Source: an optimization exercise on an open RTL-to-GDS flow (aim: small area). Production flows keep margins and buffers that such runs may drop.
In this exercise RTL edits were held to simulation tests only and were not proved equivalent to the original.
Power figures rest on the tool's default switching activity, not on a simulated workload.

$ cat flow/config.mk
export PLATFORM = sky130hd
export DESIGN_NAME = xarn_node
export DESIGN_NICKNAME = xarn_node
export VERILOG_FILES = /design/flow/design.v
export SDC_FILE = /design/flow/constraint.sdc
export NUM_CORES = 4
export LEC_CHECK = 0
export CAP_MARGIN = 20
export CORE_MARGIN = 2
export CORE_UTILIZATION = 40
export PLACE_DENSITY = 0.6
export SLEW_MARGIN = 20
$ cat flow/constraint.sdc
create_clock -name core_clock -period 8.0 [get_ports {clk}]
set_input_delay 1.6000 -clock core_clock [delete_from_list [all_inputs] [get_ports {clk}]]
set_output_delay 1.6000 -clock core_clock [all_outputs]
set_load 0.01 [all_outputs]
$ cat flow/design.v
module xarn_dir (
    input  wire        clk,
    input  wire        rst,
    input  wire        fill_ok,       
    input  wire        in_k,
    input  wire [7:0]  in_d,
    output reg         out_k,
    output reg  [7:0]  out_d,
    input  wire        active,
    input  wire [4:0]  my_addr,
    input  wire        has_keeper,
    input  wire [3:0]  keeper_mtag,
    input  wire        rb_full,
    input  wire [2:0]  rb_mtag_hi,    
    input  wire [63:0] rb_body,       
    output wire        rb_pop,        
    output reg         acc_valid,
    output wire [3:0]  acc_mtag,
    output wire [3:0]  acc_op,
    output wire [2:0]  acc_tag,
    output wire [23:0] acc_addr,
    output wire [31:0] acc_data,
    output reg         crc_err_evt,
    output wire        consumed_evt,
    output wire        addr_set,      
    output wire [4:0]  addr_val,
    output wire        enum_full_evt
);
    localparam [3:0] OP_IDLE = 4'd0, OP_READ = 4'd1, OP_WRITE = 4'd2, OP_BWRITE = 4'd3,
                     OP_ENUM = 4'd4, OP_CLAIM = 4'd5, OP_PREPARE = 4'd7, OP_COMMIT = 4'd8,
                     OP_TIMESET = 4'd9;
    localparam [3:0] POS_NONE = 4'd15;
    localparam [7:0] K28_5 = 8'hBC, K30_7 = 8'hFE;
    localparam [1:0] M_RAW = 2'd0, M_FWD = 2'd1, M_IDLE = 2'd2, M_INS = 2'd3;
    function [15:0] crc_byte;
        input [15:0] c;
        input [7:0]  b;
        integer i;
        reg [15:0] x;
        begin
            x = c;
            for (i = 7; i >= 0; i = i - 1)
                x = {x[14:0], 1'b0} ^ ((x[15] ^ b[i]) ? 16'h1021 : 16'h0000);
            crc_byte = x;
        end
    endfunction
    function [3:0] pos_next;
        input [3:0] p;
        input       comma;
        begin
            if (comma)
                pos_next = 4'd0;
            else if (p <= 4'd10)
                pos_next = p + 4'd1;
            else
                pos_next = POS_NONE;
        end
    endfunction
    reg       k0, k1, k2, k3;
    reg [7:0] d0, d1, d2, d3, d4, d5, d6, d7, d8, d9, d10;
    reg [2:0] d11;
    reg [3:0] ipos;           
    reg [3:0] opos;           
    reg       f_act;          
    reg       f_kerr;         
    reg [15:0] crc_in;
    reg       f_consume;      
    reg       f_eu;           
    reg       f_inc;          
    reg [1:0] mode;           
    reg       tail_k;         
    wire [4:0] p_dest = d1[7:3];
    wire [3:0] p_op   = d0[6:3];
    wire p_addressed = (p_op == OP_READ || p_op == OP_WRITE || p_op == OP_CLAIM) &&
                       (p_dest == my_addr) && (my_addr != 5'd0);
    wire p_reserved  = (p_op >= 4'd10) && (p_op <= 4'd14);
    wire p_free      = (p_op == OP_IDLE) || p_addressed || p_reserved;
    wire at_choice   = (ipos == 4'd2);
    wire p_ins       = f_act && p_free && rb_full;
    wire       e_enum = (d7[6:3] == OP_ENUM) && (d8[7:3] == 5'd31);
    wire       e_unassigned = (my_addr == 5'd0) ||
                              (d3[7] && (!has_keeper || {d8[2:0], d7[7]} == keeper_mtag));
    wire [4:0] e_counter = d0[4:0];
    wire       e_range = (e_counter != 5'd0) && (e_counter != 5'd31);
    wire [15:0] crc_nx = crc_byte(crc_in, d0);
    wire at_end  = (ipos == 4'd11);
    wire c_void  = k0 && (d0 == K30_7) && k1 && (d1 == K30_7);
    wire c_pass  = !f_kerr && !k0 && (crc_nx == 16'd0);
    wire c_bcast = (d10[7:3] == 5'd31) &&
                   (d9[6:3] == OP_BWRITE || d9[6:3] == OP_ENUM || d9[6:3] == OP_PREPARE ||
                    d9[6:3] == OP_COMMIT || d9[6:3] == OP_TIMESET);
    always @(posedge clk) begin
        d0 <= in_d; d1 <= d0;
        d2[2:0] <= d1[2:0];
        d2[7:3] <= (at_choice && p_ins) ? my_addr : d1[7:3];
        d3 <= d2; d4 <= d3; d5 <= d4; d6 <= d5; d7 <= d6; d8 <= d7; d9 <= d8; d10 <= d9;
        d11 <= d10[2:0];
        crc_in <= (ipos == 4'd0) ? 16'hFFFF : crc_nx;
        f_kerr <= (ipos == 4'd0) ? 1'b0 : (f_kerr | k0);
        if (ipos == 4'd0)
            f_act <= active;
        if (at_choice)
            f_consume <= p_addressed;
        if (ipos == 4'd9) begin
            f_eu  <= e_enum && e_unassigned;
            f_inc <= f_act && e_enum && e_unassigned && e_range;
        end
        if (at_end)
            tail_k <= f_act && !c_pass;
    end
    always @(posedge clk) begin
        if (rst) begin
            k0 <= 1'b0; k1 <= 1'b0; k2 <= 1'b0; k3 <= 1'b0;
            ipos <= POS_NONE; opos <= POS_NONE;
            mode <= M_RAW;
            acc_valid <= 1'b0;
            crc_err_evt <= 1'b0;
        end else begin
            k0 <= in_k; k1 <= k0; k2 <= k1; k3 <= k2;
            ipos <= pos_next(ipos, in_k && (in_d == K28_5));
            opos <= pos_next(opos, k2 && (d2 == K28_5));
            if (at_choice) begin
                if (!f_act)
                    mode <= M_RAW;
                else if (p_ins)
                    mode <= M_INS;
                else if (p_addressed || p_reserved)
                    mode <= M_IDLE;
                else
                    mode <= M_FWD;
            end
            acc_valid   <= at_end && f_act && c_pass && (f_consume || c_bcast);
            crc_err_evt <= at_end && f_act && !c_pass && !c_void;
        end
    end
    assign rb_pop = (ipos == 4'd3) && (mode == M_INS);
    assign acc_mtag = {d11, d10[7]};
    assign acc_op   = d10[6:3];
    assign acc_tag  = d10[2:0];
    assign acc_addr = {d9, d8, d7};
    assign acc_data = {d6, d5, d4, d3};
    assign consumed_evt  = acc_valid && f_consume;
    assign addr_set      = acc_valid && f_eu;
    assign addr_val      = f_inc ? d3[4:0] : 5'd0;
    assign enum_full_evt = acc_valid && f_eu && (d3[4:0] == 5'd31);
    reg [63:0] ins;           
    reg [15:0] crc_out;
    wire o_body = (opos >= 4'd1) && (opos <= 4'd9);
    wire o_crc  = (opos == 4'd10) || (opos == 4'd11);
    wire o_repl = mode[1];
    reg [7:0] o_byte;
    always @(*) begin
        if (o_crc)
            o_byte = crc_out[15:8];
        else if (o_body && o_repl)
            o_byte = (mode == M_IDLE) ? 8'd0 :
                     (opos == 4'd1) ? {d3[7:3], rb_mtag_hi} : ins[63:56];
        else if (opos == 4'd9 && f_inc)
            o_byte = {d3[7:5], d3[4:0] + 5'd1};
        else
            o_byte = d3;
    end
    wire o_raw   = (mode == M_RAW) || !(o_body || o_crc);
    wire o_void  = o_crc && (mode == M_FWD) && tail_k;
    always @(posedge clk) begin
        crc_out <= (opos == 4'd0) ? 16'hFFFF : crc_byte(crc_out, o_byte);
        ins[63:8] <= (opos == 4'd1) ? rb_body[63:8] : ins[55:0];
        ins[7:0]  <= rb_body[7:0];
    end
    always @(posedge clk) begin
        if (rst || !fill_ok) begin
            out_k <= 1'b0;
            out_d <= 8'd0;
        end else if (o_raw) begin
            out_k <= k3;
            out_d <= d3;
        end else if (o_void) begin
            out_k <= 1'b1;
            out_d <= K30_7;
        end else begin
            out_k <= (mode == M_FWD) && !o_crc && k3;
            out_d <= o_byte;
        end
    end
endmodule
module xarn_node (
    input  wire        clk,
    input  wire        rst,
    input  wire        in_a_k,
    input  wire [7:0]  in_a_d,
    input  wire        in_b_k,
    input  wire [7:0]  in_b_d,
    output wire        out_a_k,
    output wire [7:0]  out_a_d,
    output wire        out_b_k,
    output wire [7:0]  out_b_d,
    input  wire        active,
    input  wire        has_keeper,
    input  wire [3:0]  keeper_mtag,
    input  wire        resp_valid,
    output wire        resp_ready,
    input  wire        resp_port,
    input  wire [3:0]  resp_mtag,
    input  wire [2:0]  resp_tag,
    input  wire [3:0]  resp_code,
    input  wire [3:0]  resp_op,
    input  wire [15:0] resp_addr,
    input  wire [31:0] resp_data,
    output wire        acc_a_valid,
    output wire [3:0]  acc_a_mtag,
    output wire [3:0]  acc_a_op,
    output wire [2:0]  acc_a_tag,
    output wire [23:0] acc_a_addr,
    output wire [31:0] acc_a_data,
    output wire        acc_b_valid,
    output wire [3:0]  acc_b_mtag,
    output wire [3:0]  acc_b_op,
    output wire [2:0]  acc_b_tag,
    output wire [23:0] acc_b_addr,
    output wire [31:0] acc_b_data,
    output reg  [4:0]  dev_addr,
    output reg         enum_full,
    input  wire        enum_full_clr,
    input  wire        snap_clr,
    output reg  [47:0] crc_err_a,
    output reg  [47:0] crc_err_b,
    output reg  [47:0] frames_in
);
    reg        rb_a_full, rb_b_full;
    reg [62:0] rb_a, rb_b;    
    wire       rb_a_pop, rb_b_pop;
    assign resp_ready = resp_port ? !rb_b_full : !rb_a_full;
    wire push_a = resp_valid && !rb_a_full && !resp_port;
    wire push_b = resp_valid && !rb_b_full &&  resp_port;
    wire [62:0] resp_w = {resp_mtag, resp_tag, resp_code, resp_op, resp_addr, resp_data};
    always @(posedge clk) begin
        if (rst) begin
            rb_a_full <= 1'b0;
            rb_b_full <= 1'b0;
        end else begin
            if (push_a)
                rb_a_full <= 1'b1;
            else if (rb_a_pop)
                rb_a_full <= 1'b0;
            if (push_b)
                rb_b_full <= 1'b1;
            else if (rb_b_pop)
                rb_b_full <= 1'b0;
        end
    end
    always @(posedge clk) begin
        if (push_a) rb_a <= resp_w;
        if (push_b) rb_b <= resp_w;
    end
    wire [63:0] rb_a_body = {rb_a[59], 4'hF, rb_a[58:0]};
    wire [63:0] rb_b_body = {rb_b[59], 4'hF, rb_b[58:0]};
    reg [2:0] fill;
    always @(posedge clk) begin
        if (rst)
            fill <= 3'd0;
        else if (!fill[2])
            fill <= fill + 3'd1;
    end
    wire       ab_crc_err, ab_consumed, ab_addr_set, ab_full;
    wire       ba_crc_err, ba_consumed, ba_addr_set, ba_full;
    wire [4:0] ab_addr_val, ba_addr_val;
    xarn_dir u_ab (
        .clk(clk), .rst(rst), .fill_ok(fill[2]),
        .in_k(in_a_k), .in_d(in_a_d), .out_k(out_b_k), .out_d(out_b_d),
        .active(active), .my_addr(dev_addr), .has_keeper(has_keeper), .keeper_mtag(keeper_mtag),
        .rb_full(rb_b_full), .rb_mtag_hi(rb_b[62:60]), .rb_body(rb_b_body), .rb_pop(rb_b_pop),
        .acc_valid(acc_a_valid), .acc_mtag(acc_a_mtag), .acc_op(acc_a_op), .acc_tag(acc_a_tag),
        .acc_addr(acc_a_addr), .acc_data(acc_a_data),
        .crc_err_evt(ab_crc_err), .consumed_evt(ab_consumed),
        .addr_set(ab_addr_set), .addr_val(ab_addr_val), .enum_full_evt(ab_full)
    );
    xarn_dir u_ba (
        .clk(clk), .rst(rst), .fill_ok(fill[2]),
        .in_k(in_b_k), .in_d(in_b_d), .out_k(out_a_k), .out_d(out_a_d),
        .active(active), .my_addr(dev_addr), .has_keeper(has_keeper), .keeper_mtag(keeper_mtag),
        .rb_full(rb_a_full), .rb_mtag_hi(rb_a[62:60]), .rb_body(rb_a_body), .rb_pop(rb_a_pop),
        .acc_valid(acc_b_valid), .acc_mtag(acc_b_mtag), .acc_op(acc_b_op), .acc_tag(acc_b_tag),
        .acc_addr(acc_b_addr), .acc_data(acc_b_data),
        .crc_err_evt(ba_crc_err), .consumed_evt(ba_consumed),
        .addr_set(ba_addr_set), .addr_val(ba_addr_val), .enum_full_evt(ba_full)
    );
    always @(posedge clk) begin
        if (rst) begin
            dev_addr  <= 5'd0;
            enum_full <= 1'b0;
        end else begin
            if (ab_addr_set)
                dev_addr <= ab_addr_val;
            else if (ba_addr_set)
                dev_addr <= ba_addr_val;
            if (ab_full || ba_full)
                enum_full <= 1'b1;
            else if (enum_full_clr)
                enum_full <= 1'b0;
        end
    end
    reg  [47:0] live_crc_a, live_crc_b, live_frames;
    wire [47:0] nxt_crc_a  = live_crc_a  + {47'd0, ab_crc_err};
    wire [47:0] nxt_crc_b  = live_crc_b  + {47'd0, ba_crc_err};
    wire [47:0] nxt_frames = live_frames + {47'd0, ab_consumed} + {47'd0, ba_consumed};
    always @(posedge clk) begin
        if (rst) begin
            live_crc_a <= 48'd0; live_crc_b <= 48'd0; live_frames <= 48'd0;
            crc_err_a  <= 48'd0; crc_err_b  <= 48'd0; frames_in   <= 48'd0;
        end else if (snap_clr) begin
            crc_err_a  <= nxt_crc_a;
            crc_err_b  <= nxt_crc_b;
            frames_in  <= nxt_frames;
            live_crc_a <= 48'd0; live_crc_b <= 48'd0; live_frames <= 48'd0;
        end else begin
            live_crc_a  <= nxt_crc_a;
            live_crc_b  <= nxt_crc_b;
            live_frames <= nxt_frames;
        end
    end
endmodule
$ cat flow/run.sh
#!/bin/bash
# synth_recipe.tcl (not shown) runs the flow's synth.tcl, then flattens the netlist and writes it again
# the make line also repeats each setting of config.mk as NAME=value (left out here)
make -C /OpenROAD-flow-scripts/flow DESIGN_CONFIG=/design/flow/config.mk WORK_HOME=/design/flow/orfs CLKGATE_MAP_FILE= SYNTH_SCRIPT=/design/flow/synth_recipe.tcl finish
==> results of run 1 <==
[where the power goes]
| group | internal, mW | switching [mW] |
|---|---|---|
| Combinational | 0.639 | 0.608 |
| Sequential | 4.75 | 0.193 |
| Clock | 2.40 | 1.72 |
| Total | 7.79 | 2.52 |
[routing by layer]
| layer | wire length (um) | up-vias |
|---|---|---|
| met5 | 61 | - |
| met1 | 31920 | 9662 |
| met4 | 2493 | 10 |
| met2 | 33520 | 486 |
| met3 | 3970 | 144 |
| li1 | - | 9952 |
[layout make-up]
type | count | area, um^2 | share of cell area, %
clock buffer | 128 | 2515 | 6.683
timing repair buffer | 411 | 4088 | 10.86
clock inverter | 35 | 435.4 | 1.157
sequential | 861 | 18600 | 49.42
multi-input combinational | 1641 | 10680 | 28.39
antenna | 3 | 7.507 | 0.01995
tap | 969 | 1212 | 3.222
inverter | 25 | 93.84 | 0.2494
[sequential cells by signal, indices dropped and copies added (netlist names), 48 cells and up]
name / flops
rb_b: 63
live_crc_a: 48
live_crc_b: 48
crc_err_a: 48
rb_a: 63
u_ab.ins: 64
u_ba.ins: 64
live_frames: 48
frames_in: 48
crc_err_b: 48
[Yosys cell counts, drive strengths merged, types with 15 or more instances]
library cell	count
nor2b	20
and3	32
a21oi	45
clkbuf	101
inv	25
nor3	37
xnor2	114
nand3	82
mux2i	33
or2	22
ha	28
nand2	159
mux2	121
nand4	34
a211oi	144
nor2	398
nor4	21
and2	29
o21ai	42
buf	15
xor2	121
dfxtp	725
edfxtp	136
[path summary, 6_finish.rpt]
path	slack, ns	endpoint	start
worst max-delay path	3.47	resp_ready	resp_port
worst min register to register	0.34	u_ab.ins[5]$_DFF_P_	rb_b[5]$_DFFE_PP_
worst max register to register	4.48	u_ab.crc_out[5]$_SDFF_PN1_	u_ab.opos[1]$_SDFF_PP1_
worst min-delay path	0.34	u_ab.ins[5]$_DFF_P_	rb_b[5]$_DFFE_PP_
[through the flow]
stage	cell area (um^2)	power (mW)	setup slack (ns)	utilization [%]
after floorplan	29810	5.858	1.189	-
after global placement	34670	6.238	3.484	46.81
after detailed placement	34670	6.278	3.475	46.81
after CTS	37620	10.42	3.470	50.79
after global routing	37620	10.74	3.441	50.80
final	37630	10.30	3.469	50.81
[kinds of logic (layout without fill, tap and decap cells)]
group           Yosys count  after routing  synth area share [%]
simple gates            915            915                 14.56
xor+xnor                237            237                 7.055
fa+ha+maj                29             29                 1.242
mux                     154            154                 5.678
compound gates          306            306                 7.210
flops                   861            861                 62.38
buf+inv                 141            599                 1.868
other cells               0              3                     0
==> results.ini, run 1 <==
[sta]
fin_crit_sh_pct = 56.64
rsz0062_at_grt = false
timing.hold.ws_ns = 0.3395
fin_setup_tns_ns = 0
setup_viol = 0
clock_skew_ns = 0.03934
fin_crit_ns = 4.531
fmax_ghz = 0.2207
slew_viol_final = 0
finalHoldViolCount = 0
max_slew_margin_pct = 27.25
tightest_slew_ns = 1.076

[critical_path]
crit_buf_inv = 2
end_kind = output pin
cp_slowest_stage_delay_ns = 0.57
critPathArrivalTime_ns = 2.93
crit_family = buffers and inverters
crit_top_cell = clkdlybuf4s50_1
critPathLaunchType = primary input
cpMaxStageDelayCell = clkdlybuf4s50_1
cp_max_fo = 4
worst_r2r_path_depth = 10
crit_required_ns = 6.40
path_cells = clkdlybuf4s50_1, mux2i_1, clkdlybuf4s50_1
path_depth = 3
crit_type = primary input to output pin

[global_route]
gr-usage-all-layers_pct = 18.24
use_met2_pct = 30.27
met3_usage_pct = 4.193
grt_remaining_overflow = 0
first_global_vias = 20110
antenna_found_initial = 8
grt_use_met1_pct = 23.09
busiest_layer = met2
grt_pass1_wl_um = 111900
grt_max_degree = 127

[clock_network]
cts_buffers = 90
cts_tree = built
clk_path_buf_depth = 3
clkTransAtPathRegs_ns = 0.06
htreeDepth = 3
hold_buffers = 0
cts.sinks = 861
clock_latency_ns = 0.64
clockRootBuffer = clkbuf_16
cts-resized-gates = 0
post_cts.repair.setup_buffers = 0

[run_status]
status = timing/DRC/antenna clean

[placement]
numPortBuffers = 397
placedCellCount = 3907
gp_congestion = 0.8543
dp_hpwl_um = 50120

[pwr]
peakVddDrop_v = 0.0002135
leakage_nw = 13.84
power_density_nw_per_um2 = 273.8

[hold_path]
hp-class = flip-flop to flip-flop
hold-path-cell-count = 0

[logic_synthesis]
syn_inst = 2643
async_flop_share_pct = 0
yosys.cell_types.count = 74
synthesis.area_um2 = 29810
yosysSeqAreaShare_pct = 62.38
synth_flop_cell = dfxtp_1
synth_edf_count = 136
synthTopCellsByArea = dfxtp_1, edfxtp_1, nor2_1, mux2_2, a211oi_1
ys_ff_latch = 861
syn-num-nets = 2765
yosysWarningCount = 2
synth_top_area_share_pct = 48.68
synth_area_per_cell_um2 = 11.28
yosysTopAreaCell = dfxtp_1

[drt]
post-route-drc-count = 0
via_count = 20250
antenna_left = 0
firstDrtPassIters = 5
post_drt_via_cell_ratio = 4.973
wl_um = 71970
wire_per_inst_um = 17.67
drtIter0Drc = 1112

[layout]
fillers = 6489
mostFrequentLayoutCells = dfxtp_1, nor2_1, clkdlybuf4s50_1
drive_gt1_share_pct = 10.19
mostFrequentLayoutCell = dfxtp_1
fin_nets = 3152
area_growth_pct = 26.23
layout.cells.non_filler = 4073

[floorplanning]
rows = 100
start_util_pct = 40.25
die_y_um = 277.0
dieArea_um2 = 76730
die_width_um = 277.0
core-area_um2 = 74070
ioPinCount = 398

[flow_run]
maxCapViolCount = 0

==> run 2: changes to the inputs <==
--- a/flow/design.v
+++ b/flow/design.v
@@ -301,19 +301,48 @@
     end
-    reg  [47:0] live_crc_a, live_crc_b, live_frames;
-    wire [47:0] nxt_crc_a  = live_crc_a  + {47'd0, ab_crc_err};
-    wire [47:0] nxt_crc_b  = live_crc_b  + {47'd0, ba_crc_err};
-    wire [47:0] nxt_frames = live_frames + {47'd0, ab_consumed} + {47'd0, ba_consumed};
+    wire [47:0] live_crc_a, live_crc_b, live_frames;
+    wire [47:0] snap_crc_a, snap_crc_b, snap_frames;
+    xarn_count u_crc_a (.clk(clk), .rst(rst), .snap(snap_clr), .inc0(ab_crc_err), .inc1(1'b0),
+                        .live(live_crc_a), .snapshot(snap_crc_a));
+    xarn_count u_crc_b (.clk(clk), .rst(rst), .snap(snap_clr), .inc0(ba_crc_err), .inc1(1'b0),
+                        .live(live_crc_b), .snapshot(snap_crc_b));
+    xarn_count u_frames (.clk(clk), .rst(rst), .snap(snap_clr), .inc0(ab_consumed), .inc1(ba_consumed),
+                        .live(live_frames), .snapshot(snap_frames));
+    always @(*) begin
+        crc_err_a = snap_crc_a;
+        crc_err_b = snap_crc_b;
+        frames_in = snap_frames;
+    end
+endmodule
+module xarn_count (
+    input  wire        clk,
+    input  wire        rst,
+    input  wire        snap,
+    input  wire        inc0,
+    input  wire        inc1,
+    output reg  [47:0] live,
+    output reg  [47:0] snapshot
+);
+    wire [48:1] c;
+    assign c[1] = (inc0 & inc1) | (live[0] & (inc0 ^ inc1));
+    genvar i;
+    generate
+        for (i = 1; i < 48; i = i + 1) begin : g_carry
+            if (i == 7)
+                assign c[8] = c[1] & (&live[7:1]);
+            else if (i % 8 == 7)
+                assign c[i+1] = c[i-7] & (&live[i:i-7]);
+            else
+                assign c[i+1] = c[i] & live[i];
+        end
+    endgenerate
+    wire [47:0] nxt = {live[47:1] ^ c[47:1], live[0] ^ inc0 ^ inc1};
     always @(posedge clk) begin
         if (rst) begin
-            live_crc_a <= 48'd0; live_crc_b <= 48'd0; live_frames <= 48'd0;
-            crc_err_a  <= 48'd0; crc_err_b  <= 48'd0; frames_in   <= 48'd0;
-        end else if (snap_clr) begin
-            crc_err_a  <= nxt_crc_a;
-            crc_err_b  <= nxt_crc_b;
-            frames_in  <= nxt_frames;
-            live_crc_a <= 48'd0; live_crc_b <= 48'd0; live_frames <= 48'd0;
+            live     <= 48'd0;
+            snapshot <= 48'd0;
+        end else if (snap) begin
+            snapshot <= nxt;
+            live     <= 48'd0;
         end else begin
-            live_crc_a  <= nxt_crc_a;
-            live_crc_b  <= nxt_crc_b;
-            live_frames <= nxt_frames;
+            live     <= nxt;
         end
--- a/flow/config.mk
+++ b/flow/config.mk
@@ -9,4 +9,7 @@
 export CORE_MARGIN = 2
-export CORE_UTILIZATION = 40
-export PLACE_DENSITY = 0.6
+export CORE_UTILIZATION = 55
+export CTS_BUF_LIST = sky130_fd_sc_hd__clkbuf_8
+export CTS_CLUSTER_DIAMETER = 60
+export CTS_CLUSTER_SIZE = 14
+export PLACE_DENSITY = 0.7
 export SLEW_MARGIN = 20
==> run 2 against run 1 <==
Largest power group unchanged; critical endpoint unchanged; clock skew decreased by 0.0093 ns; via count fell by 6.0%; still clean; combinational power fell by 8%; final cell count fell by 10%.
==> results.ini, run 2 <==
[logic_synthesis]
synth_xor_area_share_pct = 3.716  ; -3.3 points
syn-num-nets = 2771  ; +0.22%
synth_top_family_by_area = simple AND/OR/NAND/NOR gates
yosys.cell_types.count = 75  ; +1.4%
yosysTopAreaCell = dfxtp_1
synth_area_per_cell_um2 = 11.76  ; +4.3%
synth_flop_cell = dfxtp_1
synth_compound_area_share_pct = 4.523  ; -2.7 points
synthSimpleGateAreaFrac_pct = 13.99  ; -0.58 points
synthTopCellsByArea = dfxtp_1, edfxtp_1, ha_1, mux2i_1, nand2_1
yosysSeqAreaShare_pct = 62.49  ; +0.10 points
synth_edf_count = 136  ; unchanged
syn_inst = 2531  ; -4.2%
synth_mux_area_share_pct = 7.373  ; +1.7 points
synthAdderAreaFrac_pct = 6.205  ; +5.0 points
synth_common_cells = dfxtp_1, nand2_1, nor2_1
synthesis.area_um2 = 29760  ; -0.16%
ys_ff_latch = 861  ; unchanged
yosysWarningCount = 3  ; +1
synth_most_common_cell = dfxtp_1
synth_top_area_share_pct = 48.76  ; +0.080 points
async_flop_share_pct = 0  ; unchanged

[placement]
dp_hpwl_um = 45380  ; -9.4%
numPortBuffers = 397  ; unchanged
gp_congestion = 0.8534  ; -0.11%
placedCellCount = 3533  ; -9.6%

[sta]
tightest_slew_ns = 0.9763  ; -0.09976 ns
fin_crit_ns = 4.522  ; -0.009300 ns
finalHoldViolCount = 0  ; unchanged
rsz0062_at_grt = false
max_slew_margin_pct = 34.00  ; +6.7 points
fin_crit_sh_pct = 56.52  ; -0.12 points
slew_viol_final = 0  ; unchanged
clock_skew_ns = 0.03006  ; -0.009279 ns
timing.hold.ws_ns = 0.3442  ; +0.004770 ns
setup_viol = 0  ; unchanged
fmax_ghz = 0.2211  ; +0.21%
fin_setup_tns_ns = 0  ; unchanged

[pwr]
peakVddDrop_v = 0.0001761  ; -18%
pwr-share-comb_pct = 13.9  ; +1.8 points
p_switching_mw = 2.134  ; -15%
p_clk_share_pct = 27.3  ; -13 points
power.total_mw = 8.307  ; -19%
seq_power_share_pct = 58.8  ; +11 points
power_density_nw_per_um2 = 233.6  ; -15%
p_int_mw = 6.173  ; -21%
leakage_nw = 14.94  ; +8.0%
switching_share_pct = 25.69  ; +1.3 points

[clock_network]
cts.sinks = 861  ; unchanged
htreeDepth = 3  ; unchanged
clockRootBuffer = clkbuf_8
clock_latency_ns = 0.69  ; +0.05 ns
cts_tree = built
clkTransAtPathRegs_ns = 0.09  ; +0.03 ns
clk_path_buf_depth = 3  ; unchanged
cts-resized-gates = 0  ; unchanged
post_cts.repair.setup_buffers = 0  ; unchanged
hold_buffers = 0  ; unchanged
cts_buffers = 72  ; -20%

[floorplanning]
rows = 85  ; -15%
die_y_um = 236.6  ; -15%
core-area_um2 = 53710  ; -27%
ioPinCount = 398  ; unchanged
dieArea_um2 = 55990  ; -27%
die_width_um = 236.6  ; -15%
start_util_pct = 55.42  ; +15 points

[layout]
fin_nets = 3151  ; -0.032%
fillers = 4175  ; -36%
mostFrequentLayoutCells = dfxtp_1, clkdlybuf4s50_1, nand2_1
drive_gt1_share_pct = 6.721  ; -3.5 points
layout.cells.non_filler = 3647  ; -10%
seq_area_um2 = 18600  ; unchanged
largestRegisters = u_ab.ins (64), u_ba.ins (64)
mostFrequentLayoutCell = dfxtp_1
multi_input_area_um2 = 10690  ; about the same
fin_util_pct = 66.21  ; +15 points
area_growth_pct = 19.47

[drt]
via_count = 19040  ; -6.0%
wire_per_inst_um = 17.85  ; +1.0%
post_drt_via_cell_ratio = 5.221  ; +5.0%
post-route-drc-count = 0  ; unchanged
wl_um = 65100  ; -9.5%
antenna_left = 0  ; unchanged
firstDrtPassIters = 5  ; unchanged
drtIter0Drc = 1146  ; +3.1%

[global_route]
grt_max_degree = 84  ; -34%
grt_pass1_wl_um = 102200  ; -8.7%
antenna_found_initial = 6  ; -2
first_global_vias = 18840  ; -6.3%
grt_remaining_overflow = 0  ; unchanged
gr-usage-all-layers_pct = 23.03  ; +4.8 points

[critical_path]
end_kind = output pin
path_cells = clkdlybuf4s50_1, mux2i_1, clkdlybuf4s50_1
r2r_end = u_frames.snapshot[46]$_SDFFE_PP0P_
r2r_slack_ns = 4.02  ; -0.46 ns
critPathLaunchType = primary input
crit_required_ns = 6.40  ; about the same
crit_top_cell = clkdlybuf4s50_1
cp_slowest_stage_delay_ns = 0.56  ; about the same
cp_max_fo = 4  ; unchanged
worst_r2r_path_depth = 17  ; +7
crit_type = primary input to output pin
r2r_start = u_ab.f_consume$_DFFE_PP_
critPathArrivalTime_ns = 2.92  ; about the same
cpMaxStageDelayCell = clkdlybuf4s50_1

[hold_path]
hold-path-cell-count = 0  ; unchanged
min_to = u_ab.ins[6]$_DFF_P_
min_from = rb_b[6]$_DFFE_PP_
hp-class = flip-flop to flip-flop

[run_status]
status = timing/DRC/antenna clean

[flow_run]
maxCapViolCount = 0  ; unchanged

## run 2: changes by cell type in the layout (fill, tap and decap cells not counted), moves of 26 or more
cell / change
a211oi_1: -122
and2_1: +109
clkbuf_1: -26
clkbuf_16: -90
clkbuf_8: +64
ha_1: +118
mux2_2: -55
mux2i_1: +112
nand2_1: +93
nand3_1: -44
nor2_1: -155
xnor2_1: -38
xor2_1: -77
## run 2: cell families (layout without fill, tap and decap cells)
group	after synthesis	in the layout
DFF	861	861
and+or+nand+nor	858	858
muxes	211	211
AOI/OAI and AO/OA	203	203
adders and majority gates	147	147
buffers and inverters	128	543
xor gates and xnor gates	123	123
other	0	5
## run 2: cell type report
type / instances / area share, %
diodes: 5 / 0.03519
clock buffers: 76 / 2.942
clock inverters: 33 / 0.5032
inverters: 26 / 0.2745
multi-input cells: 1542 / 30.07
flip-flops and latches: 861 / 52.30
well taps: 696 / 2.449
repair buffers: 408 / 11.42
## run 2: how the worst max path moves through the flow
stage,from,to,depth (start not counted)
4_1_cts,resp_port,resp_ready,3
5_1_grt,resp_port,resp_ready,3
3_3_place_gp,resp_port,resp_ready,3
6_report,resp_port,resp_ready,3
2_1_floorplan,resp_port,rb_a[0]$_DFFE_PP_,1
3_5_place_dp,resp_port,resp_ready,3
## run 2: power by group through the flow
stage,Clock [mW],Sequential [mW],Combinational [mW]
2_1_floorplan,0,4.96,0.839
3_3_place_gp,0,4.98,1.12
3_5_place_dp,0,4.99,1.15
4_1_cts,2.35,4.89,1.16
5_1_grt,2.51,4.92,1.28
6_report,2.27,4.89,1.15
## run 2: through the flow
step | worst slack (ns) | area, um^2
floorplan | 1.189 | 29760
global placement | 3.495 | 34320
detailed placement | 3.464 | 34320
CTS | 3.460 | 35540
global route | 3.433 | 35550
finish | 3.478 | 35560
## run 2: layer usage
layer	track usage (%)	part of all wire, %	routed length (um)
met4	7.403	2.9	1879
met5	0	0	0
met1	28.92	43	28040
met2	38.97	48	31200
met3	5.817	6.1	3985
## run 2: critical path, delay by kind of cell
family,cells,cell delay (ns)
buffers and inverters,2,1.12
multiplexers,1,0.21
==> run 3: changes to the inputs <==
==> flow/flow/run.sh (new file) <==
#!/bin/bash
# Layout flow: the standard ORFS flow, with smaller port buffers and a
# clock tree built from smaller clock buffers in smaller clusters, without
# dummy loads. Synthesis is the standard one, unchanged. Each step's output
# goes to its own log here.
set -euo pipefail

export BUFFER_PORTS_ARGS="-buffer_cell sky130_fd_sc_hd__buf_1"
export CTS_ARGS="-sink_clustering_enable -repair_clock_nets -buf_list sky130_fd_sc_hd__clkbuf_8 -sink_clustering_size 14 -sink_clustering_max_diameter 60 -dont_use_dummy_load"

bash standard.sh synth      > synth.log 2>&1
bash standard.sh floorplan  > floorplan.log 2>&1
bash standard.sh place      > place.log 2>&1
bash standard.sh cts        > cts.log 2>&1
bash standard.sh grt        > grt.log 2>&1
bash standard.sh route      > route.log 2>&1
bash standard.sh finish     > finish.log 2>&1
test -f out/final.def
==> flow/standard.sh (new file) <==
#!/bin/bash
# synth_recipe.tcl (not shown) runs the flow's synth.tcl, then flattens the netlist and writes it again
# the make line also repeats each setting of config.mk as NAME=value (left out here)
make -C /OpenROAD-flow-scripts/flow DESIGN_CONFIG=/design/flow/config.mk WORK_HOME=/design/flow/orfs CLKGATE_MAP_FILE= SYNTH_SCRIPT=/design/flow/synth_recipe.tcl "${@:-finish}"
--- a/flow/config.mk
+++ b/flow/config.mk
@@ -10,5 +10,2 @@
 export CORE_UTILIZATION = 55
-export CTS_BUF_LIST = sky130_fd_sc_hd__clkbuf_8
-export CTS_CLUSTER_DIAMETER = 60
-export CTS_CLUSTER_SIZE = 14
 export PLACE_DENSITY = 0.7
removed: flow/run.sh
==> run 3 against run 2 <==
Still clean; clock skew up 0.048 ns; worst hold slack got worse by 0.0099 ns; core utilization shrank 5.0 points; clock power shrank 8%; sequential power about the same; worst setup slack improved by 0.50 ns; design area is 7.6% lower; synthesized cell count unchanged; first-iteration DRC count shrank 20%; sequential share of layout area rose by 4.3 points; critical path type is now flip-flop to flip-flop; largest cell class unchanged; highest routed layer unchanged.
==> results.ini, run 3 <==
[pwr]
p_clk_share_pct = 25.9  ; -1.4 points
pwr-share-comb_pct = 13.4  ; -0.5 points
power_density_nw_per_um2 = 245.2  ; +5.0%
p_switching_mw = 2.049  ; -4.0%
switching_share_pct = 25.42  ; -0.27 points
power.total_mw = 8.059  ; -3.0%
leakage_nw = 13.75  ; -8.0%
seq_power_share_pct = 60.7  ; +1.9 points
p_int_mw = 6.010  ; -2.6%
peakVddDrop_v = 0.0001515  ; -14%

[logic_synthesis]
yosysSeqAreaShare_pct = 62.49  ; unchanged
async_flop_share_pct = 0  ; unchanged
yosys.cell_types.count = 75  ; unchanged
yosysTopAreaCell = dfxtp_1
synth_flop_cell = dfxtp_1
synth_most_common_cell = dfxtp_1
synth_edf_count = 136  ; unchanged
synth_area_per_cell_um2 = 11.76  ; unchanged
synthTopCellsByArea = dfxtp_1, edfxtp_1, ha_1, mux2i_1, nand2_1
synth_top_area_share_pct = 48.76  ; unchanged
synthesis.area_um2 = 29760  ; unchanged
syn_inst = 2531  ; unchanged
yosysWarningCount = 3  ; unchanged
ys_ff_latch = 861  ; unchanged
synth_common_cells = dfxtp_1, nand2_1, nor2_1
syn-num-nets = 2771  ; unchanged

[layout]
drive_gt1_share_pct = 6.426  ; -0.29 points
fin_util_pct = 61.19  ; -5.0 points
seq_area_um2 = 18600  ; unchanged
multi_input_area_um2 = 10700  ; about the same
mostFrequentLayoutCells = dfxtp_1, buf_1, nand2_1
design_area_um2 = 32860  ; -7.6%
layout.cells.non_filler = 3613  ; -0.93%
fin_nets = 3152  ; +0.032%
largestRegisters = u_ab.ins (64), u_ba.ins (64)
area_growth_pct = 10.42
fillers = 4451  ; +6.6%
mostFrequentLayoutCell = dfxtp_1

[sta]
clock_skew_ns = 0.07780  ; +0.04774 ns
fin_crit_ns = 4.018  ; -0.5043 ns
fin_setup_tns_ns = 0  ; unchanged
setup_viol = 0  ; unchanged
finalHoldViolCount = 0  ; unchanged
fin_crit_sh_pct = 50.22  ; -6.3 points
rsz0062_at_grt = false
fmax_ghz = 0.2489  ; +13%
max_slew_margin_pct = 32.47  ; -1.5 points
timing.hold.ws_ns = 0.3343  ; -0.009888 ns
setup_slack_ns = 3.982  ; +0.5042 ns
slew_viol_final = 0  ; unchanged
tightest_slew_ns = 0.9989  ; +0.02261 ns

[clock_network]
hold_buffers = 0  ; unchanged
cts.sinks = 861  ; unchanged
clk_path_buf_depth = 3  ; unchanged
cts-resized-gates = 0  ; unchanged
clockRootBuffer = clkbuf_8
htreeDepth = 3  ; unchanged
clock_latency_ns = 0.69  ; about the same
cts_buffers = 72  ; unchanged
clkTransAtPathRegs_ns = 0.09  ; about the same
post_cts.repair.setup_buffers = 0  ; unchanged
cts_tree = built

[global_route]
grt_remaining_overflow = 0  ; unchanged
grt_pass1_wl_um = 101200  ; -0.96%
gr-usage-all-layers_pct = 22.67  ; -0.36 points
grt_max_degree = 78  ; -7.1%
antenna_found_initial = 8  ; +2
first_global_vias = 18770  ; -0.40%

[critical_path]
crit_required_ns = 8.52  ; +2.12 ns
r2r_start = u_ab.f_consume$_DFFE_PP_
cp-startpoint = u_ab.f_consume$_DFFE_PP_
critPathArrivalTime_ns = 4.53  ; +1.61 ns
end_kind = flip-flop
critPathLaunchType = flip-flop
crit_type = flip-flop to flip-flop
cp_max_fo = 2  ; -2

[drt]
firstDrtPassIters = 5  ; unchanged
post_drt_via_cell_ratio = 5.229  ; +0.16%
wl_um = 63870  ; -1.9%
via_count = 18890  ; -0.78%
drtIter0Drc = 915  ; -20%
post-route-drc-count = 0  ; unchanged
wire_per_inst_um = 17.68  ; -0.97%
antenna_left = 0  ; unchanged

[floorplanning]
ioPinCount = 398  ; unchanged
start_util_pct = 55.42  ; unchanged
die_y_um = 236.6  ; unchanged
core-area_um2 = 53710  ; unchanged
rows = 85  ; unchanged
dieArea_um2 = 55990  ; unchanged
die_width_um = 236.6  ; unchanged

[placement]
gp_congestion = 0.8573  ; +0.46%
dp_hpwl_um = 45040  ; -0.76%
placedCellCount = 3534  ; +0.028%
pre_cts_ws_ns = 3.486  ; +0.02136 ns
numPortBuffers = 397  ; unchanged
dpl-instance-area_um2 = 31850  ; -7.2%

[run_status]
status = timing/DRC/antenna clean

[flow_run]
maxCapViolCount = 0  ; unchanged

[hold_path]
min_from = u_ab.d4[4]$_DFF_P_
hp-class = flip-flop to flip-flop

[run 3: power groups by stage]
stage	Clock [mW]	Combinational, mW	Sequential (mW)
after CTS	2.17	1.08	4.89
after floorplan	0	0.839	4.96
after global routing	2.33	1.22	4.93
after global placement	0	1.04	4.98
final	2.09	1.08	4.89
after detailed placement	0	1.07	4.99
[run 3: critical path, cell delays in order, from the launching register on]
cell and delay, ns:
edfxtp_1 0.45, nand2_1 0.15, fa_1 0.54, inv_1 0.14, nand4_1 0.15, nor4_1 0.43, nand2_1 0.16, nor3_1 0.37
and2_1 0.22, ha_1 0.17, ha_1 0.15, ha_1 0.14, ha_1 0.13, ha_1 0.14, ha_1 0.14, ha_1 0.23
mux2i_1 0.14, nor2_1 0.06
[run 3: final cells by class]
type / count / area share, %
timing repair buffer: 409 / 4.831
multi-input combinational: 1542 / 32.56
tap: 696 / 2.650
inverter: 26 / 0.2970
sequential: 861 / 56.59
clock buffer: 72 / 3.015
antenna: 7 / 0.05330
[run 3: kinds of logic after synthesis]
group / after synthesis / synth area share (%)
multiplexers: 211 / 7.373
XOR/XNOR: 123 / 3.716
buffers and inverters: 128 / 1.711
AND/OR/NAND/NOR: 858 / 13.99
flip-flops: 861 / 62.49
adder cells (fa/ha/maj): 147 / 6.205
AO/OA/AOI/OAI: 203 / 4.523
[run 3: worst paths after layout]
path / slack [ns] / endpoint / cells past startpoint
max reg2reg: 3.98 / u_frames.snapshot[46]$_SDFFE_PP0P_ / 17
min reg2reg: 0.33 / u_ab.d5[4]$_DFF_P_ / 0
min: 0.33 / u_ab.d5[4]$_DFF_P_ / 0
max: 3.98 / u_frames.snapshot[46]$_SDFFE_PP0P_ / 17
[run 3: routing by layer]
| layer | vias up | share of wire, % | track usage, % |
|---|---|---|---|
| li1 | 9370 | - | - |
| met1 | 8975 | 43 | 28.92 |
| met2 | 446 | 49 | 38.45 |
| met3 | 101 | 5.7 | 5.339 |
| met4 | 0 | 2.3 | 6.598 |
| met5 | - | 0 | 0 |
==> run 4: changes to the inputs <==
--- a/flow/flow/run.sh
+++ b/flow/flow/run.sh
@@ -1,7 +1,16 @@
 #!/bin/bash
-# Layout flow: the standard ORFS flow, with smaller port buffers and a
-# clock tree built from smaller clock buffers in smaller clusters, without
-# dummy loads. Synthesis is the standard one, unchanged. Each step's output
-# goes to its own log here.
+# Layout flow: the standard ORFS flow with three changes.
+# 1. After the standard synthesis (run unchanged), the combinational logic is
+#    re-mapped by ABC for area (flow/remap.ys); every register keeps its cell,
+#    name and connections.
+# 2. Port buffers are sky130_fd_sc_hd__buf_1.
+# 3. The clock tree uses clkbuf_8 in clusters of up to 14 sinks, without
+#    dummy loads.
+# Each step's output goes to its own log here.
 set -euo pipefail
+
+WORK=$(pwd)
+RES=$WORK/orfs/results/sky130hd/xarn_node/base
+LIB=$FLOW_HOME/platforms/sky130hd/lib/sky130_fd_sc_hd__tt_025C_1v80.lib
+YOSYS=$(command -v yosys || echo $FLOW_HOME/../tools/install/yosys/bin/yosys)
 
@@ -10,3 +19,15 @@
 
-bash standard.sh synth      > synth.log 2>&1
+bash standard.sh synth > synth.log 2>&1
+
+# combinational re-map
+mkdir -p remap
+cp $RES/1_2_yosys.v remap/netlist_std.v
+python3 flow/libmodels.py $LIB remap/models.v > remap_models.log 2>&1
+sed "s#lib.lib#$LIB#g" flow/remap.ys > remap/remap.ys
+cp flow/remap.abc remap/
+(cd remap && $YOSYS -s remap.ys) > remap.log 2>&1
+cp remap/netlist_remap.v $RES/1_2_yosys.v
+rm -f $RES/1_synth.odb $RES/1_synth.sdc
+bash standard.sh synth > synth_odb.log 2>&1
+
 bash standard.sh floorplan  > floorplan.log 2>&1
==> flow/flow/libmodels.py (new file) <==
# Verilog models of a liberty file's cells for Yosys: each combinational
# cell as assigns of its pin functions, each other cell as a blackbox.
import re
import sys

txt = open(sys.argv[1]).read()


def conv(f):
    f = f.strip().strip('"')
    f = re.sub(r"([A-Za-z_][A-Za-z0-9_]*)'", r"(!\1)", f)
    f = f.replace('+', '|').replace('!', '~')
    f = re.sub(r'([A-Za-z0-9_)])\s+(?=[A-Za-z_(~])', r'\1 & ', f)
    return f


out = []
for c in re.split(r'\n\s*cell\s*\(', txt)[1:]:
    name = re.match(r'\s*"?(\w+)"?', c).group(1)
    pins = []
    for m in re.finditer(r'(?<![a-z_])pin\s*\(\s*"?(\w+)"?\s*\)\s*\{', c):
        pn = m.group(1)
        if pn in [p for p, _, _ in pins]:
            continue
        body = c[m.end():]
        nxt = re.search(r'(?<![a-z_])pin\s*\(', body)
        body = body[:nxt.start()] if nxt else body
        d = re.search(r'direction\s*:\s*"?(\w+)"?', body).group(1)
        fm = re.search(r'\bfunction\s*:\s*("[^"]*")', body)
        pins.append((pn, d, fm.group(1) if fm else None))
    seq = re.search(r'\n\s*(ff|latch|statetable)\s*\(', c) is not None
    decl = ['%s %s;' % ({'input': 'input', 'output': 'output'}.get(d, 'inout'), p)
            for p, d, _ in pins]
    ports = ', '.join(p for p, _, _ in pins)
    if seq or any(d == 'output' and f is None for _, d, f in pins):
        out.append('(* blackbox *)\nmodule %s(%s);\n  %s\nendmodule' % (name, ports, '\n  '.join(decl)))
    else:
        body = ['assign %s = %s;' % (p, conv(f)) for p, d, f in pins if d == 'output']
        out.append('module %s(%s);\n  %s\n  %s\nendmodule' % (name, ports, '\n  '.join(decl), '\n  '.join(body)))
open(sys.argv[2], 'w').write('\n'.join(out) + '\n')
==> flow/flow/remap.abc (new file) <==
strash; &get -n; &fraig -x; &deepsyn -T 60; &put; &get -n; &dch -f; &nf -R 1000; &put
==> flow/flow/remap.ys (new file) <==
# Re-map the combinational logic of the standard synthesis netlist for area.
# Registers stay the cells, names and connections the standard synthesis gave.
read_verilog models.v
read_verilog netlist_std.v
hierarchy -top xarn_node
flatten
delete t:$scopeinfo
# the flattened cells' pin wires must not name nets, so ports and register
# outputs keep their names
rename -hide w:_*_.*
techmap
opt -fast
opt_clean
abc -liberty lib.lib -dont_use *lpflow* -dont_use *probe* -dont_use *clkdly* -dont_use *dlygate* -dont_use *dlymetal* -script remap.abc
opt_clean
hilomap -singleton -hicell sky130_fd_sc_hd__conb_1 HI -locell sky130_fd_sc_hd__conb_1 LO
splitnets
opt_clean -purge
insbuf -buf sky130_fd_sc_hd__buf_4 A X
hierarchy -top xarn_node
check
stat -liberty lib.lib
write_verilog -noattr -nohex -nodec netlist_remap.v
==> run 4 against run 3 <==
Final cell count fell by 3.3%; routed wire length shrank 7.5%; largest cell class unchanged; worst setup slack worse by 3.1 ns.
==> results.ini, run 4 <==
[run_status]
status = timing/DRC/antenna clean

[placement]
numPortBuffers = 397  ; unchanged
placedCellCount = 3422  ; -3.2%
dp_hpwl_um = 42230  ; -6.2%
gp_congestion = 0.8748  ; +2.0%

[clock_network]
clk_path_buf_depth = 3  ; unchanged
cts_buffers = 72  ; unchanged
clock_latency_ns = 0.66  ; -0.03 ns
cts.sinks = 861  ; unchanged
post_cts.repair.setup_buffers = 0  ; unchanged
cts_tree = built
clockRootBuffer = clkbuf_8
clkTransAtPathRegs_ns = 0.09  ; about the same
htreeDepth = 3  ; unchanged

[layout]
fillers = 4066  ; -8.6%
seq_area_um2 = 18600  ; unchanged
mostFrequentLayoutCell = dfxtp_1
multi_input_area_um2 = 8315  ; -22%
drive_gt1_share_pct = 3.357  ; -3.1 points
fin_nets = 2925  ; -7.2%
area_growth_pct = 12.70
layout.cells.non_filler = 3495  ; -3.3%
mostFrequentLayoutCells = dfxtp_1, buf_1, nand2_1
largestRegisters = u_ab.ins (64), u_ba.ins (64)

[drt]
antenna_left = 0  ; unchanged
wire_per_inst_um = 16.91  ; -4.4%
via_count = 18230  ; -3.5%
firstDrtPassIters = 5  ; unchanged
wl_um = 59090  ; -7.5%
post_drt_via_cell_ratio = 5.217  ; -0.23%
drtIter0Drc = 1092  ; +19%
post-route-drc-count = 0  ; unchanged

[critical_path]
critPathArrivalTime_ns = 7.63  ; +3.10 ns
crit_required_ns = 8.52  ; about the same
crit_type = flip-flop to flip-flop
worst_r2r_path_depth = 35  ; +18
cp_max_fo = 4  ; +2
end_kind = flip-flop
cpMaxStageDelayCell = edfxtp_1
crit_top_cell = nand3_1
critPathLaunchType = flip-flop
cp_slowest_stage_delay_ns = 0.42  ; -0.12 ns

[sta]
max_slew_margin_pct = 28.88  ; -3.6 points
slew_viol_final = 0  ; unchanged
fin_crit_ns = 7.111  ; +3.093 ns
clock_skew_ns = 0.04401  ; -0.03379 ns
fin_crit_sh_pct = 88.88  ; +39 points
fmax_ghz = 0.1406  ; -43%
fin_setup_tns_ns = 0  ; unchanged
rsz0062_at_grt = false
setup_viol = 0  ; unchanged
tightest_slew_ns = 1.057  ; +0.05826 ns
finalHoldViolCount = 0  ; unchanged

[global_route]
antenna_found_initial = 4  ; -4
grt_remaining_overflow = 0  ; unchanged
gr-usage-all-layers_pct = 22.78  ; +0.11 points
first_global_vias = 17360  ; -7.5%
grt_max_degree = 103  ; +32%
grt_pass1_wl_um = 91610  ; -9.5%

[floorplanning]
rows = 81  ; -4.7%
die_y_um = 226.1  ; -4.5%
dieArea_um2 = 51120  ; -8.7%
die_width_um = 226.1  ; -4.5%
start_util_pct = 55.54  ; +0.12 points
ioPinCount = 398  ; unchanged
core-area_um2 = 48850  ; -9.0%

[pwr]
leakage_nw = 11.16  ; -19%
power_density_nw_per_um2 = 255.1  ; +4.0%
peakVddDrop_v = 0.0002296  ; +52%

[flow_run]
maxCapViolCount = 0  ; unchanged

[logic_synthesis]
synthesis.area_um2 = 27130  ; -8.8%
syn_inst = 2351  ; -7.1%
syn-num-nets = 2444  ; -12%
yosysWarningCount = 3  ; unchanged
synth_area_per_cell_um2 = 11.54  ; -1.9%

[hold_path]
hp-class = flip-flop to flip-flop
hold-path-cell-count = 0  ; unchanged

run 4: cell types whose count changed in the layout (fill, tap and decap cells not counted), moves of 43 or more:
cell / change
o21ai_0: +139
and2_1: -137
mux2_1: +110
a21oi_1: +50
mux2_2: -66
a21o_1: +43
mux2i_1: -141
xnor2_1: +60
ha_1: -146
clkinv_1: +68
run 4: layer usage:
metal	part of all wire, %	up-vias	GRT usage (%)
met5	0.044	-	0
met4	2.3	4	6.643
met3	6.3	98	5.152
met2	48	487	37.84
met1	44	8662	29.89
li1	-	8982	-
run 4: per-stage QoR:
stage          hold slack, ns  worst slack (ns)  util, %  power (mW)  cell area, um^2
2_1_floorplan          0.3224             1.135        -       5.558            27130
3_3_place_gp           0.3251             1.026    60.53       5.782            29570
3_5_place_dp           0.3285            0.7083    60.53       5.817            29570
4_1_cts                0.3483            0.6803    62.56       7.873            30560
5_1_grt                0.3470          0.008931    62.59       8.182            30570
6_report               0.3452            0.8894    62.59       7.800            30580
run 4: worst paths after layout:
path | from | end | slack, ns
setup / recovery | u_ab.f_consume$_DFFE_PP_ | u_frames.snapshot[47]$_SDFFE_PP0P_ | 0.89
hold / removal | rb_b[6]$_DFFE_PP_ | u_ab.ins[6]$_DFF_P_ | 0.35
setup reg to reg | u_ab.f_consume$_DFFE_PP_ | u_frames.snapshot[47]$_SDFFE_PP0P_ | 0.89
hold reg to reg | rb_b[6]$_DFFE_PP_ | u_ab.ins[6]$_DFF_P_ | 0.35
run 4: layout make-up:
cell class / count / area share [%]
Antenna cell: 1 / 0.008184
Multi-Input combinational cell: 1421 / 27.20
Sequential cell: 861 / 60.83
Timing Repair Buffer: 407 / 5.164
Clock buffer: 72 / 3.241
Inverter: 69 / 0.8471
Tap cell: 664 / 2.717
run 4: critical path, delay by kind of cell, from the launching register on:
| family | cells | cell delay (ns) |
|---|---|---|
| and+or+nand+nor | 32 | 6.10 |
| DFF | 1 | 0.42 |
| AOI/OAI and AO/OA | 2 | 0.30 |
| xor gates and xnor gates | 1 | 0.16 |
run 4: power breakdown:
part | leakage (nW) | internal (mW) | switching, mW
Clock | 0.518 | 0.808 | 1.27
Sequential | 7.25 | 4.70 | 0.165
Combinational | 3.39 | 0.348 | 0.508
Total | 11.2 | 5.86 | 1.94
run 4: timing repair:
| item | 4_1_cts | 5_1_grt |
|---|---|---|
| endpoints found under the setup margin | 0 | 7 |
| hold buffers | 0 | 0 |
| resized for setup | 0 | 5 |
==> run 5: changes to the inputs <==
--- a/flow/flow/run.sh
+++ b/flow/flow/run.sh
@@ -6,3 +6,3 @@
 # 2. Port buffers are sky130_fd_sc_hd__buf_1.
-# 3. The clock tree uses clkbuf_8 in clusters of up to 14 sinks, without
+# 3. The clock tree uses clkbuf_8 in clusters of up to 16 sinks, without
 #    dummy loads.
@@ -17,3 +17,3 @@
 export BUFFER_PORTS_ARGS="-buffer_cell sky130_fd_sc_hd__buf_1"
-export CTS_ARGS="-sink_clustering_enable -repair_clock_nets -buf_list sky130_fd_sc_hd__clkbuf_8 -sink_clustering_size 14 -sink_clustering_max_diameter 60 -dont_use_dummy_load"
+export CTS_ARGS="-sink_clustering_enable -repair_clock_nets -buf_list sky130_fd_sc_hd__clkbuf_8 -sink_clustering_size 16 -sink_clustering_max_diameter 80 -dont_use_dummy_load"
 
==> run 5 against run 4 <==
Fmax up 0.42%; die area stayed put; final cell count fell by 0.34%; total power is 2.2% lower; non-clock buffer count unchanged; register-to-register slack better by 0.03 ns; combinational power hardly changed; synthesized area did not move; routed wire length is 0.11% higher; clock-buffer cell count shrank 13; sequential share of layout area rose by 0.34 points; critical endpoint unchanged; first-iteration DRC count decreased by 5.7%.
==> results.ini, run 5 <==
[run_status]
status = timing/DRC/antenna clean

[global_route]
first_global_vias = 17270  ; -0.48%
grt_max_degree = 103  ; unchanged
grt_pass1_wl_um = 91290  ; -0.35%
grt_remaining_overflow = 0  ; unchanged
gr-usage-all-layers_pct = 22.61  ; -0.17 points
antenna_found_initial = 6  ; +2

[sta]
fin_crit_sh_pct = 88.51  ; -0.37 points
tightest_slew_ns = 1.086  ; +0.02893 ns
slew_viol_final = 0  ; unchanged
rsz0062_at_grt = false
clock_skew_ns = 0.07971  ; +0.03569 ns
max_slew_margin_pct = 26.83  ; -2.0 points
fin_setup_tns_ns = 0  ; unchanged
timing.hold.ws_ns = 0.3481  ; +0.002844 ns
finalHoldViolCount = 0  ; unchanged
setup_slack_ns = 0.9192  ; +0.02983 ns
fin_crit_ns = 7.081  ; -0.02983 ns
fmax_ghz = 0.1412  ; +0.42%
setup_viol = 0  ; unchanged

[logic_synthesis]
yosysWarningCount = 3  ; unchanged
syn-num-nets = 2444  ; unchanged
syn_inst = 2351  ; unchanged
synthesis.area_um2 = 27130  ; unchanged
synth_area_per_cell_um2 = 11.54  ; unchanged

[drt]
post-route-drc-count = 0  ; unchanged
wl_um = 59160  ; +0.11%
firstDrtPassIters = 8  ; +3
post_drt_via_cell_ratio = 5.199  ; -0.34%
via_count = 18110  ; -0.69%
drtIter0Drc = 1030  ; -5.7%
wire_per_inst_um = 16.98  ; +0.45%
antenna_left = 0  ; unchanged

[flow_run]
maxCapViolCount = 0  ; unchanged

[floorplanning]
start_util_pct = 55.54  ; unchanged
dieArea_um2 = 51120  ; unchanged
rows = 81  ; unchanged
core-area_um2 = 48850  ; unchanged
ioPinCount = 398  ; unchanged
die_y_um = 226.1  ; unchanged
die_width_um = 226.1  ; unchanged

[hold_path]
hold-path-cell-count = 0  ; unchanged
hp-class = flip-flop to flip-flop

[clock_network]
clkTransAtPathRegs_ns = 0.10  ; about the same
cts.sinks = 861  ; unchanged
htreeDepth = 2  ; -1
clockRootBuffer = clkbuf_8
cts_tree = built
clk_path_buf_depth = 3  ; unchanged
clock_latency_ns = 0.72  ; +0.06 ns
cts_buffers = 59  ; -18%

[critical_path]
critPathArrivalTime_ns = 7.64  ; about the same
cp_max_fo = 4  ; unchanged
critPathLaunchType = flip-flop
crit_type = flip-flop to flip-flop
cp_slowest_stage_delay_ns = 0.43  ; about the same
cpMaxStageDelayCell = edfxtp_1
end_kind = flip-flop
crit_required_ns = 8.56  ; +0.04 ns
crit_top_cell = nand3_1
worst_r2r_path_depth = 35  ; unchanged

[pwr]
power_density_nw_per_um2 = 250.8  ; -1.7%
pwr-share-comb_pct = 11.2  ; +0.2 points
seq_power_share_pct = 63.8  ; +1.4 points
power.total_mw = 7.626  ; -2.2%
switching_share_pct = 25.17  ; +0.24 points
p_switching_mw = 1.919  ; -1.3%
p_int_mw = 5.707  ; -2.5%
leakage_nw = 11.07  ; -0.84%
p_clk_share_pct = 24.9  ; -1.8 points
peakVddDrop_v = 0.0002015  ; -12%

[placement]
placedCellCount = 3422  ; unchanged
dpl-instance-area_um2 = 29570  ; unchanged
gp_congestion = 0.8748  ; unchanged
pre_cts_ws_ns = 0.7083  ; unchanged
dp_hpwl_um = 42230  ; unchanged
numPortBuffers = 397  ; unchanged

[layout]
fin_nets = 2912  ; -0.44%
drive_gt1_share_pct = 2.982  ; -0.37 points
layout.cells.non_filler = 3483  ; -0.34%
design_area_um2 = 30400  ; -0.56%
fillers = 4069  ; +0.074%
fin_util_pct = 62.24  ; -0.35 points
mostFrequentLayoutCells = dfxtp_1, buf_1, nand2_1
area_growth_pct = 12.07
mostFrequentLayoutCell = dfxtp_1
largestRegisters = u_ab.ins (64), u_ba.ins (64)

run 5: repair_timing:
action                     in CTS  in global routing
resized for setup               0                  7
hold buffers                    0                  0
buffers inserted                0                  0
setup endpoints to repair       0                  8
run 5: power groups by stage:
| stage | registers [mW] | logic (mW) | clock network [mW] |
|---|---|---|---|
| after floorplan | 4.93 | 0.625 | 0 |
| after global placement | 4.95 | 0.827 | 0 |
| after detailed placement | 4.96 | 0.853 | 0 |
| after CTS | 4.86 | 0.860 | 1.97 |
| after global routing | 4.90 | 0.974 | 2.12 |
| final | 4.87 | 0.858 | 1.90 |
run 5: routing by layer:
layer	wire (um)	GRT usage, %	vias to the layer above
met4	1501	7.046	4
met1	25930	30.02	8593
met3	3637	4.189	89
li1	-	-	8948
met2	28060	37.65	474
met5	26	0	-
run 5: final cells by class:
| type | instances | area (um^2) | share of cell area (%) |
|---|---|---|---|
| Sequential cell | 861 | 18600 | 61.17 |
| Multi-Input combinational cell | 1421 | 8320 | 27.37 |
| Timing Repair Buffer | 407 | 1579 | 5.193 |
| Tap cell | 664 | 830.8 | 2.733 |
| Clock buffer | 59 | 812.0 | 2.671 |
| Inverter | 69 | 259.0 | 0.8518 |
| Antenna cell | 2 | 5.005 | 0.01646 |
run 5: worst max-delay path, delay by kind of cell (launching register included):
family,cells,cell delay [ns]
AO/OA/AOI/OAI,2,0.30
XOR/XNOR,1,0.16
flip-flops,1,0.43
AND/OR/NAND/NOR,32,6.05
run 5: final timing paths:
path                             from                                 end  slack (ns)
max          u_ab.f_consume$_DFFE_PP_  u_frames.snapshot[47]$_SDFFE_PP0P_        0.92
min                 rb_b[6]$_DFFE_PP_                 u_ab.ins[6]$_DFF_P_        0.35
max reg2reg  u_ab.f_consume$_DFFE_PP_  u_frames.snapshot[47]$_SDFFE_PP0P_        0.92
min reg2reg         rb_b[6]$_DFFE_PP_                 u_ab.ins[6]$_DFF_P_        0.35
==> run 6: changes to the inputs <==
--- a/flow/design.v
+++ b/flow/design.v
@@ -68,3 +68,2 @@
     reg       f_eu;           
-    reg       f_inc;          
     reg [1:0] mode;           
@@ -82,4 +81,2 @@
                               (d3[7] && (!has_keeper || {d8[2:0], d7[7]} == keeper_mtag));
-    wire [4:0] e_counter = d0[4:0];
-    wire       e_range = (e_counter != 5'd0) && (e_counter != 5'd31);
     wire [15:0] crc_nx = crc_byte(crc_in, d0);
@@ -103,6 +100,4 @@
             f_consume <= p_addressed;
-        if (ipos == 4'd9) begin
-            f_eu  <= e_enum && e_unassigned;
-            f_inc <= f_act && e_enum && e_unassigned && e_range;
-        end
+        if (ipos == 4'd9)
+            f_eu <= e_enum && e_unassigned;
         if (at_end)
@@ -142,5 +137,7 @@
     assign consumed_evt  = acc_valid && f_consume;
+    wire   e_full        = (d3[4:0] == 5'd31);
+    wire   e_take        = f_eu && (d3[4:0] != 5'd0) && !e_full;
     assign addr_set      = acc_valid && f_eu;
-    assign addr_val      = f_inc ? d3[4:0] : 5'd0;
-    assign enum_full_evt = acc_valid && f_eu && (d3[4:0] == 5'd31);
+    assign addr_val      = e_full ? 5'd0 : d3[4:0];
+    assign enum_full_evt = acc_valid && f_eu && e_full;
     reg [63:0] ins;           
@@ -157,3 +154,3 @@
                      (opos == 4'd1) ? {d3[7:3], rb_mtag_hi} : ins[63:56];
-        else if (opos == 4'd9 && f_inc)
+        else if (opos == 4'd9 && e_take)
             o_byte = {d3[7:5], d3[4:0] + 5'd1};
==> run 6 against run 5 <==
Clock skew down 0.0046 ns; highest routed layer unchanged; critical path depth is 1 higher; fmax fell by 0.50%; still clean; final cell count is 2.2% higher; sequential share of layout area hardly changed; critical path type unchanged; register-to-register slack worse by 0.04 ns.
==> results.ini, run 6 <==
[sta]
timing.hold.ws_ns = 0.3340  ; -0.01408 ns
fmax_ghz = 0.1405  ; -0.50%
max_slew_margin_pct = 29.26  ; +2.4 points
fin_crit_ns = 7.116  ; +0.03538 ns
tightest_slew_ns = 1.061  ; -0.02491 ns
slew_viol_final = 0  ; unchanged
finalHoldViolCount = 0  ; unchanged
clock_skew_ns = 0.07513  ; -0.004578 ns
rsz0062_at_grt = false
fin_setup_tns_ns = 0  ; unchanged
setup_viol = 0  ; unchanged
fin_crit_sh_pct = 88.95  ; +0.44 points

[floorplanning]
rows = 81  ; unchanged
start_util_pct = 55.43  ; -0.11 points
ioPinCount = 398  ; unchanged
core-area_um2 = 48750  ; -0.21%
dieArea_um2 = 50920  ; -0.40%
die_width_um = 225.6  ; -0.20%
die_y_um = 225.6  ; -0.20%

[clock_network]
clock_latency_ns = 0.72  ; about the same
clk_path_buf_depth = 3  ; unchanged
cts_tree = built
htreeDepth = 2  ; unchanged
clkTransAtPathRegs_ns = 0.10  ; about the same
hold_buffers = 0  ; unchanged
cts.sinks = 859  ; -0.23%
cts_buffers = 59  ; unchanged
clockRootBuffer = clkbuf_8

[layout]
multi_input_area_um2 = 8315  ; about the same
fillers = 4047  ; -0.54%
largestRegisters = u_ab.ins (64), u_ba.ins (64)
fin_nets = 2988  ; +2.6%
mostFrequentLayoutCell = dfxtp_1
area_growth_pct = 12.23
mostFrequentLayoutCells = dfxtp_1, nor2_1, buf_1
drive_gt1_share_pct = 3.318  ; +0.34 points
seq_area_um2 = 18540  ; -0.32%

[pwr]
power_density_nw_per_um2 = 250.4  ; -0.15%
leakage_nw = 11.07  ; about the same
peakVddDrop_v = 0.0002478  ; +23%

[drt]
firstDrtPassIters = 6  ; -2
drtIter0Drc = 1094  ; +6.2%
post-route-drc-count = 0  ; unchanged
wl_um = 58700  ; -0.78%
post_drt_via_cell_ratio = 5.156  ; -0.82%
via_count = 18360  ; +1.4%
antenna_left = 0  ; unchanged
wire_per_inst_um = 16.48  ; -3.0%

[critical_path]
cp_slowest_stage_delay_ns = 0.43  ; about the same
crit_required_ns = 8.55  ; about the same
end_kind = flip-flop
crit_top_cell = nand3_1
critPathArrivalTime_ns = 7.67  ; +0.03 ns
cpMaxStageDelayCell = edfxtp_1
cp-startpoint = u_ba.f_consume$_DFFE_PN_
cp_max_fo = 4  ; unchanged
critPathLaunchType = flip-flop
crit_type = flip-flop to flip-flop
r2r_start = u_ba.f_consume$_DFFE_PN_

[logic_synthesis]
synthesis.area_um2 = 27020  ; -0.41%
syn-num-nets = 2518  ; +3.0%
yosysWarningCount = 3  ; unchanged
synth_area_per_cell_um2 = 11.14  ; -3.4%
syn_inst = 2425  ; +3.1%

[global_route]
grt_pass1_wl_um = 90870  ; -0.46%
first_global_vias = 17470  ; +1.2%
gr-usage-all-layers_pct = 22.47  ; -0.14 points
antenna_found_initial = 7  ; +1
grt_max_degree = 118  ; +15%
grt_remaining_overflow = 0  ; unchanged

[flow_run]
maxCapViolCount = 0  ; unchanged

[placement]
numPortBuffers = 397  ; unchanged
gp_congestion = 0.8746  ; about the same
dp_hpwl_um = 41110  ; -2.6%

[run_status]
status = timing/DRC/antenna clean

[hold_path]
hp-class = flip-flop to flip-flop
min_from = u_ba.d2[0]$_DFF_P_

-- run 6: cell types whose count changed in the layout (fill, tap and decap cells not counted), sizes merged, moves of 8 or more --
cell    before  now
nor2       265  430
a211oi       2   11
mux2       110   60
and3        15    7
and2        16    8
o21ai      192  180
nor3        30   39
a21oi       91   59
-- run 6: repair_timing --
| action | 4_1_cts | 5_1_grt |
|---|---|---|
| buffers inserted | 0 | 0 |
| endpoints found under the setup margin | 0 | 18 |
| gates resized for setup | 0 | 15 |
-- run 6: where the power goes --
group / switching (mW) / internal, mW / leakage (nW)
Sequential: 0.171 / 4.69 / 7.22
Clock: 1.24 / 0.659 / 0.424
Combinational: 0.495 / 0.339 / 3.42
-- run 6: layer usage --
layer	part of all wire, %	up-vias	GRT usage, %	wire (um)
met3	5.8	90	4.619	3382
met5	0.090	-	0	53
met2	47	406	36.48	27390
met4	2.4	8	6.729	1412
li1	-	9115	-	-
met1	45	8742	30.49	26450
-- run 6: metrics by stage --
stage / cell area (um^2) / util (%) / power (mW) / setup slack (ns) / cells
6_report: 30320 / 62.21 / 7.595 / 0.8839 / 3561
5_1_grt: 30320 / 62.19 / 7.944 / 0.01922 / 3558
4_1_cts: 30280 / 62.11 / 7.651 / 0.2350 / 3557
3_3_place_gp: 29460 / 60.44 / 5.757 / 0.6078 / 3498
3_5_place_dp: 29460 / 60.44 / 5.786 / 0.2575 / 3498
2_1_floorplan: 27020 / - / 5.539 / 1.453 / 2425
-- run 6: final cells by class --
type / instances / area share [%]
flip-flops and latches: 859 / 61.13
multi-input cells: 1503 / 27.42
repair buffers: 409 / 5.215
well taps: 664 / 2.740
clock buffers: 59 / 2.678
inverters: 63 / 0.7798
diodes: 4 / 0.03301
-- run 6: critical path, delay by kind of cell, from the launching register on --
family	cells	cell delay, ns
DFF	1	0.43
AOI/OAI and AO/OA	2	0.40
and+or+nand+nor	33	5.96
xor gates and xnor gates	1	0.15
-- run 6: final timing paths --
kind	end	slack [ns]	depth (start not counted)
worst max register to register	u_frames.snapshot[47]$_SDFFE_PP0P_	0.88	36
worst max-delay path	u_frames.snapshot[47]$_SDFFE_PP0P_	0.88	36
worst min-delay path	u_ba.d3[0]$_DFF_P_	0.33	0
worst min register to register	u_ba.d3[0]$_DFF_P_	0.33	0

-- separate check: timing with driven ports --
Ports are ideal in the flow. The routed layouts listed here were re-timed in OpenROAD.
Step 1, drivers: a clkbuf_16 drives clk and a buf_2 each remaining input, both assumed.
Step 2 adds t to the input delays and takes it off the output delays; t is the mean of the earliest and latest rising clock arrival at the registers after step 1. Input paths then give back, and output paths get back, about the clock's delay inside the block.
Three values: no drivers, after step 1, after step 2; two values: the first two.
run	t, ns	slack for setup (ns)	worst data-port slew with drivers (ns)
run 1	0.680	3.469 / 3.428 / 3.428	0.09
run 2	0.734	3.478 / 3.445 / 3.445	0.10
run 3	0.713	3.982 / 3.982 / 3.515	0.08
run 4	0.691	0.889 / 0.889 / 0.889	0.10
run 5	0.740	0.919 / 0.919 / 0.919	0.11
run 6	0.731	0.884 / 0.884 / 0.884	0.08
After both steps setup and hold are still met in every run listed. For run 3, which loses most, drivers alone change the setup slack by 0.000 ns; drivers and shift together by -0.467 ns.
